What follows belongs to an exercise in optimizing a design on an open flow for small area; a production flow would make more cautious choices. Function was checked by simulation only, so behaviour that the tests miss may differ from the original. No activity file was given, so power comes from the tool's default toggle rates.

v6:
Design ridge_engine, start of the top module:
module ridge_engine #(
    parameter NCMP = 8
) (
    input  wire         clk,
    input  wire         rst,             
    input  wire         beat,            
    input  wire         addend_we,
    input  wire [31:0]  addend_int,
    input  wire [39:0]  addend_frac,
    input  wire         cfg_we,
    input  wire [19:0]  cfg_jump_ns,     
    input  wire [13:0]  cfg_slew_max,    
    input  wire         corr_valid,
    input  wire         corr_dpll,       
    input  wire [63:0]  corr_val,        
    input  wire [13:0]  corr_rate,       
    input  wire         step_valid,
    input  wire         step_use_req,
    input  wire [63:0]  step_val,        
    input  wire         cmp_we,
    input  wire [2:0]   cmp_sel,
    input  wire         cmp_wr_en,
    input  wire         cmp_wr_periodic,
    input  wire         cmp_wr_late_act,
    input  wire [63:0]  cmp_wr_tgt,
    input  wire [63:0]  cmp_wr_per,
    output reg  [63:0]  count,
    output wire [63:0]  slew_rem,        
    output reg          slewing,
    output reg          step_needed,
    output reg  [63:0]  req_step,
    output reg          corr_ack,
    output reg          corr_nak,
  ...
clock: 30.0 ns
lec_check: 0
abc_area: 1
cap_margin: 20
core_margin: 2
core_utilization: 60
cts_buf_list: sky130_fd_sc_hd__clkbuf_4 sky130_fd_sc_hd__clkbuf_8
cts_cluster_diameter: 50
cts_cluster_size: 12
slew_margin: 20
run.sh (not shown) runs the stock make flow with config.mk's settings and CLKGATE_MAP_FILE= SYNTH_SCRIPT=/design/flow/synth_recipe.tcl, a recipe that flattens the netlist after the stock synthesis.
Modified inputs, v7 compared to v6
# v6
export LEC_CHECK = 0
export ABC_AREA = 1
export CAP_MARGIN = 20
export CORE_MARGIN = 2
export CORE_UTILIZATION = 60
export CTS_BUF_LIST = sky130_fd_sc_hd__clkbuf_4 sky130_fd_sc_hd__clkbuf_8
export CTS_CLUSTER_DIAMETER = 50
export CTS_CLUSTER_SIZE = 12
export SLEW_MARGIN = 20
create_clock -name core_clock -period 30.0 [get_ports {clk}]
# v7
export LEC_CHECK = 0
export CAP_MARGIN = 20
export CORE_MARGIN = 2
export CORE_UTILIZATION = 30
export SLEW_MARGIN = 20
create_clock -name core_clock -period 30.0 [get_ports {clk}]
Findings:
v7 | stages: all done | timing, DRC, antenna: all pass
[v7 vs v6] via total after detailed routing: lower in v7
v7 against v6: number of clock buffer instances in the layout rose by 5.5%, flip-flop and latch area stayed essentially flat.
Non-clock buffer count for v7 is higher than for v6.


ridge_engine again, from the RTL that the note above started with.
Settings: LEC_CHECK=0, ABC_AREA=1, CAP_MARGIN=20, CORE_MARGIN=2, CORE_UTILIZATION=55, CTS_BUF_LIST=sky130_fd_sc_hd__clkbuf_8, CTS_CLUSTER_DIAMETER=60, CTS_CLUSTER_SIZE=14, SLEW_MARGIN=20; clock period 30.0 ns.
standard.sh (not shown) runs the stock make flow with config.mk's settings and CLKGATE_MAP_FILE= SYNTH_SCRIPT=/design/flow/synth_recipe.tcl, a recipe that flattens the netlist after the stock synthesis.
==> flow/flow/run.sh <==
#!/bin/bash
# Own flow: the standard layout (standard.sh) with these changes:
#  - synthesis is the standard flow's synth_recipe.tcl and ORFS's synth.tcl unchanged except
#    that (a) only full adders are extracted as adder cells (half adders are
#    left to ABC as plain gates) and (b) ABC maps the logic with
#    flow/abc_area_map.script (area recovery under the delay target instead of
#    near-minimum-delay mapping). Registers, their names and cell types are
#    those of the standard synthesis;
#  - the port buffers that placement inserts on every input and output use the
#    smallest buffer cell.
# Each tool's full output is in orfs_make.log and the ORFS logs under orfs/logs.
set -euo pipefail
HERE="$PWD"
sed -e "s#^source \$::env(SCRIPTS_DIR)/synth_preamble.tcl\$#&\nset abc_args [lreplace \$abc_args 1 1 $HERE/flow/abc_area_map.script]#" \
    -e "s#^  extract_fa {\*}\[dont_use_extract_fa_args\]\$#  extract_fa -fa {*}[dont_use_extract_fa_args]#" \
    "$FLOW_HOME/scripts/synth.tcl" > "$HERE/flow_synth_core.tcl"
grep -q "abc_area_map.script" "$HERE/flow_synth_core.tcl"
grep -q "^  extract_fa -fa " "$HERE/flow_synth_core.tcl"
sed "s#^source \$::env(SCRIPTS_DIR)/synth.tcl\$#source $HERE/flow_synth_core.tcl#" \
    "$HERE/synth_recipe.tcl" > "$HERE/flow_synth.tcl"
grep -q "flow_synth_core.tcl" "$HERE/flow_synth.tcl"
bash standard.sh finish "SYNTH_SCRIPT=$HERE/flow_synth.tcl" \
    "BUFFER_PORTS_ARGS=-buffer_cell sky130_fd_sc_hd__buf_1" > orfs_make.log 2>&1
==> flow/flow/abc_area_map.script <==
strash
dch
map -D 20000
topo
stime -c
buffer -c
upsize -c
dnsize -c
Change:
- CORE_UTILIZATION: 55 -> 62
Result: The new run completed without violations; global-route usage goes up by 2.8 points; final area goes down slightly; worst hold slack improved by 3.8 ps; maximum frequency goes down slightly; total power goes down by a few percent; utilization goes up by 7.4 points.
Change:
- CORE_UTILIZATION: 62 -> 68
Outcome: Now the flow finished but failed the layout checks on max-slew violations. Routed wire length grows by 2.2%. Hold slack improved by 7.7 ps. Area after synthesis does not change. Synthesized cell count stays the same. Count of clock-buffer cells in the layout fell by 5. Total power increases by 0.45%. Worst setup slack degrades by 68 ps. Flip-flop and latch count is unchanged. Sequential power stays flat. Clock power is lower by about 3%.
Change:
==> flow/run.sh (new file) <==
#!/bin/bash
# synth_recipe.tcl (not shown) runs the flow's synth.tcl, then flattens the netlist and writes it again
# the make line also repeats each setting of config.mk as NAME=value (left out here)
make -C /OpenROAD-flow-scripts/flow DESIGN_CONFIG=/design/flow/config.mk WORK_HOME=/design/flow/orfs CLKGATE_MAP_FILE= SYNTH_SCRIPT=/design/flow/synth_recipe.tcl finish
- ABC_AREA: 1 -> unset
- CORE_UTILIZATION: 68 -> 55
- CTS_BUF_LIST: sky130_fd_sc_hd__clkbuf_8 -> unset
- CTS_CLUSTER_DIAMETER: 60 -> unset
- CTS_CLUSTER_SIZE: 14 -> unset
removed: flow/flow/run.sh
removed: flow/flow/abc_area_map.script
removed: flow/standard.sh
Outcome:
- Now the flow completed without violations
- setup slack gets better by 180 ps
- core utilization falls by 10 points
- cell area came out higher by 14%
- global-route usage drops by 7.8 points
- count of clock-buffer cells in the layout rose by 101
- wire length came out higher by 8.6%
- non-clock buffer count goes up by 57
- worst hold slack gets better by 13 ps
- total power rises by 7.0%
Change:
==> flow/flow/run.sh (new file) <==
#!/bin/bash
# Own flow: the standard layout (standard.sh, unchanged synthesis and
# steps), with the port buffers that placement inserts on every input and
# output made from the smallest buffer cell instead of the default one.
set -euo pipefail
bash standard.sh finish "BUFFER_PORTS_ARGS=-buffer_cell sky130_fd_sc_hd__buf_1" > orfs_make.log 2>&1
==> flow/standard.sh (new file) <==
#!/bin/bash
# synth_recipe.tcl (not shown) runs the flow's synth.tcl, then flattens the netlist and writes it again
# the make line also repeats each setting of config.mk as NAME=value (left out here)
make -C /OpenROAD-flow-scripts/flow DESIGN_CONFIG=/design/flow/config.mk WORK_HOME=/design/flow/orfs CLKGATE_MAP_FILE= SYNTH_SCRIPT=/design/flow/synth_recipe.tcl "${@:-finish}"
- ABC_AREA: unset -> 1
- CTS_BUF_LIST: unset -> sky130_fd_sc_hd__clkbuf_4 sky130_fd_sc_hd__clkbuf_8
- CTS_CLUSTER_DIAMETER: unset -> 50
- CTS_CLUSTER_SIZE: unset -> 12
removed: flow/run.sh
Power grows by about 12%.
Synthesized cell count grows by about 7%.
Wire length shrinks by 5.1%.
Cell area shrinks by about 7%.
Worst setup slack loses 48 ps.
Fmax is about the same.
Critical path depth does not change.
Final cell count grows by 5.0%.
Clock-buffer cell count grows by 13.
Clock skew barely changes.

## what the ideal ports hide
Ports are ideal in the flow. The routed layouts listed here were re-timed in OpenROAD.
Step 1 (the two cells are an assumption about what drives the block):
set clk [get_ports {clk}]
set_driving_cell -lib_cell sky130_fd_sc_hd__clkbuf_16 $clk
set_driving_cell -lib_cell sky130_fd_sc_hd__buf_2 [delete_from_list [all_inputs] $clk]
Step 2 also shifts input and output timing later by t, the mid clock arrival at the registers, as if the neighbouring blocks saw the same clock.
Slacks: ideal ports / drivers / drivers and shift; pairs: ideal ports / drivers.
run | t (ns) | setup slack, ns | worst setup path at the end | clock arrival spread, ns
v6 | 1.112 | 0.798 / 0.798 / 0.798 | register to register | 0.056 / 0.055
v7 | 0.998 | 0.908 / 0.908 / 0.908 | register to register | 0.130 / 0.130
the first run of note 2 | 1.078 | 0.859 / 0.859 / 0.859 | register to register | 0.058 / 0.059
the second run of note 2 | 1.085 | 0.744 / 0.744 / 0.744 | register to register | 0.061 / 0.061
the third run of note 2 | 1.030 | 0.677 / 0.677 / 0.677 | register to register | 0.063 / 0.063
the fourth run of note 2 | 0.941 | 0.858 / 0.858 / 0.858 | register to register | 0.073 / 0.073
the fifth run of note 2 | 1.107 | 0.809 / 0.809 / 0.809 | register to register | 0.075 / 0.075
